This design comes from an exercise in tuning for small area, a short achievable clock period and few clock cycles per item on the open sky130 flow, not from production work. In this exercise RTL edits were held to simulation tests only and were not proved equivalent to the original.

## ecc79_codec
module ecc79_codec (
    input  wire        clk,
    input  wire        rst,
    input  wire        in_valid,
    input  wire        in_mode,
    input  wire [78:0] in_word,
    output reg         out_valid,
    output reg  [78:0] out_word,
    output reg  [1:0]  out_status
);
Size in the first run: about 97 flip-flops, about 12,000 um^2 of cells after synthesis.
export LEC_CHECK = 0
export CAP_MARGIN = 20
export CORE_MARGIN = 2
export CORE_UTILIZATION = 65
export SETUP_SLACK_MARGIN = 0.5
export SLEW_MARGIN = 20
create_clock -name core_clock -period 17.0 [get_ports {clk}]
standard.sh (not shown) runs the stock make flow with config.mk's settings and CLKGATE_MAP_FILE= SYNTH_SCRIPT=/design/flow/synth_recipe.tcl, a recipe that flattens the netlist after the stock synthesis.
==> flow/flow/run.sh <==
#!/bin/bash
# Standard synthesis and layout, with two changes: the port buffers use buf_1
# instead of the buffer_ports default (a delay buffer, clkdlybuf4s50_1), and
# timing repair aims for more setup slack than the clock period needs.
set -euo pipefail
bash standard.sh 'BUFFER_PORTS_ARGS=-buffer_cell sky130_fd_sc_hd__buf_1' \
    SETUP_SLACK_MARGIN=8.4 finish > standard.log 2>&1
Testbench counts at the start, summed over its fixed seeds: cycles 4,800, items 4,800.
==> next run, changes <==
--- a/flow/flow/run.sh
+++ b/flow/flow/run.sh
@@ -5,3 +5,3 @@
 set -euo pipefail
 bash standard.sh 'BUFFER_PORTS_ARGS=-buffer_cell sky130_fd_sc_hd__buf_1' \
-    SETUP_SLACK_MARGIN=8.4 finish > standard.log 2>&1
+    SETUP_SLACK_MARGIN=7 finish > standard.log 2>&1
- CORE_UTILIZATION: 65 -> 40
Routed wire length rose by 0.75%.
Area after synthesis does not change.
Design area went down by 3.6%.
Setup slack loses 1.0 ns.
Sequential cell count does not change.
Fmax falls by 11%.
Cell count grows by 7.9%.
==> next run, changes <==
--- a/flow/flow/run.sh
+++ b/flow/flow/run.sh
@@ -5,3 +5,3 @@
 set -euo pipefail
 bash standard.sh 'BUFFER_PORTS_ARGS=-buffer_cell sky130_fd_sc_hd__buf_1' \
-    SETUP_SLACK_MARGIN=7 finish > standard.log 2>&1
+    SETUP_SLACK_MARGIN=8.6 finish > standard.log 2>&1
Effect:
- cell area climbs by 8.1%
- worst setup slack improves by 1.2 ns
- via count goes up by 3.1%
- fmax came out higher by 14%
- non-clock buffer count rises by 32
- sequential cell count is unchanged
- clock-buffer cell count stays the same
- routed wire length grows by 1.6%
- sequential share of layout area fell by 0.98 points

---

ecc79_codec again, from the RTL that the note above started with.
Settings: LEC_CHECK=0, CAP_MARGIN=20, CORE_MARGIN=2, CORE_UTILIZATION=40, SETUP_SLACK_MARGIN=0.5, SLEW_MARGIN=20; clock period 17.0 ns.
==> flow/flow/run.sh <==
#!/bin/bash
# Standard synthesis and layout, with two changes: the port buffers use buf_1
# instead of the buffer_ports default (a delay buffer, clkdlybuf4s50_1), and
# timing repair aims for more setup slack than the clock period needs.
set -euo pipefail
bash standard.sh 'BUFFER_PORTS_ARGS=-buffer_cell sky130_fd_sc_hd__buf_1' \
    SETUP_SLACK_MARGIN=7.7 finish > standard.log 2>&1
Testbench counts at the start, summed over its fixed seeds: cycles 4,800, items 4,800.
Then changed:
--- a/flow/flow/run.sh
+++ b/flow/flow/run.sh
@@ -5,3 +5,3 @@
 set -euo pipefail
 bash standard.sh 'BUFFER_PORTS_ARGS=-buffer_cell sky130_fd_sc_hd__buf_1' \
-    SETUP_SLACK_MARGIN=7.7 finish > standard.log 2>&1
+    SETUP_SLACK_MARGIN=8.4 RECOVER_POWER=100 finish > standard.log 2>&1
What happened: Now the flow finished but fails on max-capacitance violations, max-slew violations. Cell area grows by 2.5%. Global-route usage is higher by 0.39 points. Worst setup slack degrades by 2.6 ns.

---

## run 1
ecc79_codec again, from the RTL that the note above started with.
## ecc79_codec
module ecc79_codec (
    input  wire        clk,
    input  wire        rst,
    input  wire        in_valid,
    input  wire        in_mode,
    input  wire [78:0] in_word,
    output reg         out_valid,
    output reg  [78:0] out_word,
    output reg  [1:0]  out_status
);
export LEC_CHECK = 0
export CAP_MARGIN = 20
export CORE_MARGIN = 2
export CORE_UTILIZATION = 40
export SETUP_SLACK_MARGIN = 0.5
export SLEW_MARGIN = 20
create_clock -name core_clock -period 17.0 [get_ports {clk}]
==> flow/flow/run.sh <==
#!/bin/bash
# Standard synthesis and layout, with two changes: the port buffers use buf_1
# instead of the buffer_ports default (a delay buffer, clkdlybuf4s50_1), and
# timing repair aims for more setup slack than the clock period needs.
set -euo pipefail
bash standard.sh 'BUFFER_PORTS_ARGS=-buffer_cell sky130_fd_sc_hd__buf_1' \
    SETUP_SLACK_MARGIN=9 finish > standard.log 2>&1
Testbench counts of run 1, summed over its fixed seeds: cycles 4,800, items 4,800.
Inputs modified between run 1 and run 5:
==> flow/run.sh (new file) <==
#!/bin/bash
# synth_recipe.tcl (not shown) runs the flow's synth.tcl, then flattens the netlist and writes it again
# the make line also repeats each setting of config.mk as NAME=value (left out here)
make -C /OpenROAD-flow-scripts/flow DESIGN_CONFIG=/design/flow/config.mk WORK_HOME=/design/flow/orfs CLKGATE_MAP_FILE= SYNTH_SCRIPT=/design/flow/synth_recipe.tcl finish
removed: flow/flow/run.sh
removed: flow/standard.sh
## What came out
- Relative to run 1, the post-route minimum period of run 5 is higher by 2.58 ns.
- Run 5 — cell count of the worst hold path 1 higher, run 1 as reference
- The run with more routed wire is run 1, not run 5.
- | final-stage net count | run 5 vs run 1 | about 9% lower |
- Looking at cell at the slowest stage of the critical path, the sky130_fd_sc_hd__a2111o_1 result is from run 1; the sky130_fd_sc_hd__xnor2_1 one comes from run 5.

---

## old
Starting RTL as in the previous note.
## ecc79_codec
module ecc79_codec (
    input  wire        clk,
    input  wire        rst,
    input  wire        in_valid,
    input  wire        in_mode,
    input  wire [78:0] in_word,
    output reg         out_valid,
    output reg  [78:0] out_word,
    output reg  [1:0]  out_status
);
Settings: LEC_CHECK=0, CAP_MARGIN=20, CORE_MARGIN=2, CORE_UTILIZATION=40, SETUP_SLACK_MARGIN=0.5, SLEW_MARGIN=20; clock period 17.0 ns.
==> flow/flow/run.sh <==
#!/bin/bash
# Standard synthesis and layout, with two changes: the port buffers use buf_1
# instead of the buffer_ports default (a delay buffer, clkdlybuf4s50_1), and
# timing repair after global routing aims for more setup slack than the clock
# period needs (the earlier stages keep the design's margin).
set -euo pipefail
bash standard.sh 'BUFFER_PORTS_ARGS=-buffer_cell sky130_fd_sc_hd__buf_1' \
    cts > standard_cts.log 2>&1
bash standard.sh 'BUFFER_PORTS_ARGS=-buffer_cell sky130_fd_sc_hd__buf_1' \
    SETUP_SLACK_MARGIN=8.4 finish > standard.log 2>&1
No stage failed in old, and the final checks on the layout all came back clean.
Testbench counts of old, summed over its fixed seeds: cycles 4,800, items 4,800.
Here is what was changed in the inputs of new compared with old.
==> flow/flow/run.sh <==
#!/bin/bash
# Standard synthesis and layout; the port buffers use buf_1 instead of the
# buffer_ports default (a delay buffer, clkdlybuf4s50_1).
set -euo pipefail
bash standard.sh 'BUFFER_PORTS_ARGS=-buffer_cell sky130_fd_sc_hd__buf_1' finish > standard.log 2>&1
Findings:
The flow did not stop early for new: all stages ran, and the layout cleared the timing, DRC and antenna checks. old → new: maximum single-stage delay on the critical path shrank by 0.03 ns, fraction of standard cell area that is sequential grew by 0.84 points, maximum frequency shrank by 15%, diode insertion count for antenna repair grew by 1. The routed wire length of new falls short of that of old by about 2.5%. Sort old and new by slew at the pin closest to its max-slew limit desc -> top: new. The lower multi-input combinational area share came out of old. [diff] worst setup slack, new relative to old: regression. Comparing new against old, there is no change at all in height of the die. Delta(overall via count from detail_route, new - old) < 0.

==> static timing again, ports no longer ideal <==
The flow's constraints put no driver on any port. The routed layouts listed below were extracted and timed again, unchanged, in two steps.
Step 1: set_driving_cell puts a clkbuf_16 on clk and a buf_2 on each other input, an assumption about the parent block.
Step 2, shift: input delay + t, output delay - t, t = (earliest + latest rising clock arrival at the registers) / 2. This alone moves slack from input paths to output paths.
Slacks: ideal ports / drivers / drivers and shift; pairs: ideal ports / drivers.
run	shift t [ns]	setup WS [ns]	latest minus earliest clock arrival (ns)	slew at the worst register clock pin (ns)	worst data-port slew with drivers (ns)
the first run of note 1	0.404	8.513 / 8.536 / 8.132	0.022 / 0.022	0.09 / 0.09	0.05
the second run of note 1	0.396	7.497 / 7.489 / 7.104	0.020 / 0.020	0.09 / 0.09	0.08
the third run of note 1	0.397	8.697 / 8.713 / 8.317	0.020 / 0.019	0.09 / 0.09	0.09
the first run of note 2	0.396	7.904 / 7.922 / 7.527	0.019 / 0.019	0.09 / 0.09	0.08
the second run of note 2	0.395	5.288 / 5.301 / 4.906	0.020 / 0.020	0.09 / 0.09	0.08
run 1	0.412	8.842 / 8.861 / 8.448	0.020 / 0.019	0.09 / 0.09	0.08
run 5	0.407	6.260 / 6.216 / 6.509	0.021 / 0.021	0.09 / 0.09	0.06
old	0.393	8.465 / 8.479 / 8.086	0.020 / 0.020	0.09 / 0.09	0.08
new	0.395	6.975 / 6.933 / 7.076	0.023 / 0.023	0.09 / 0.09	0.08
The setup slack of run 1, which loses most, moves by +0.019 ns with the drivers and by -0.394 ns with both steps.
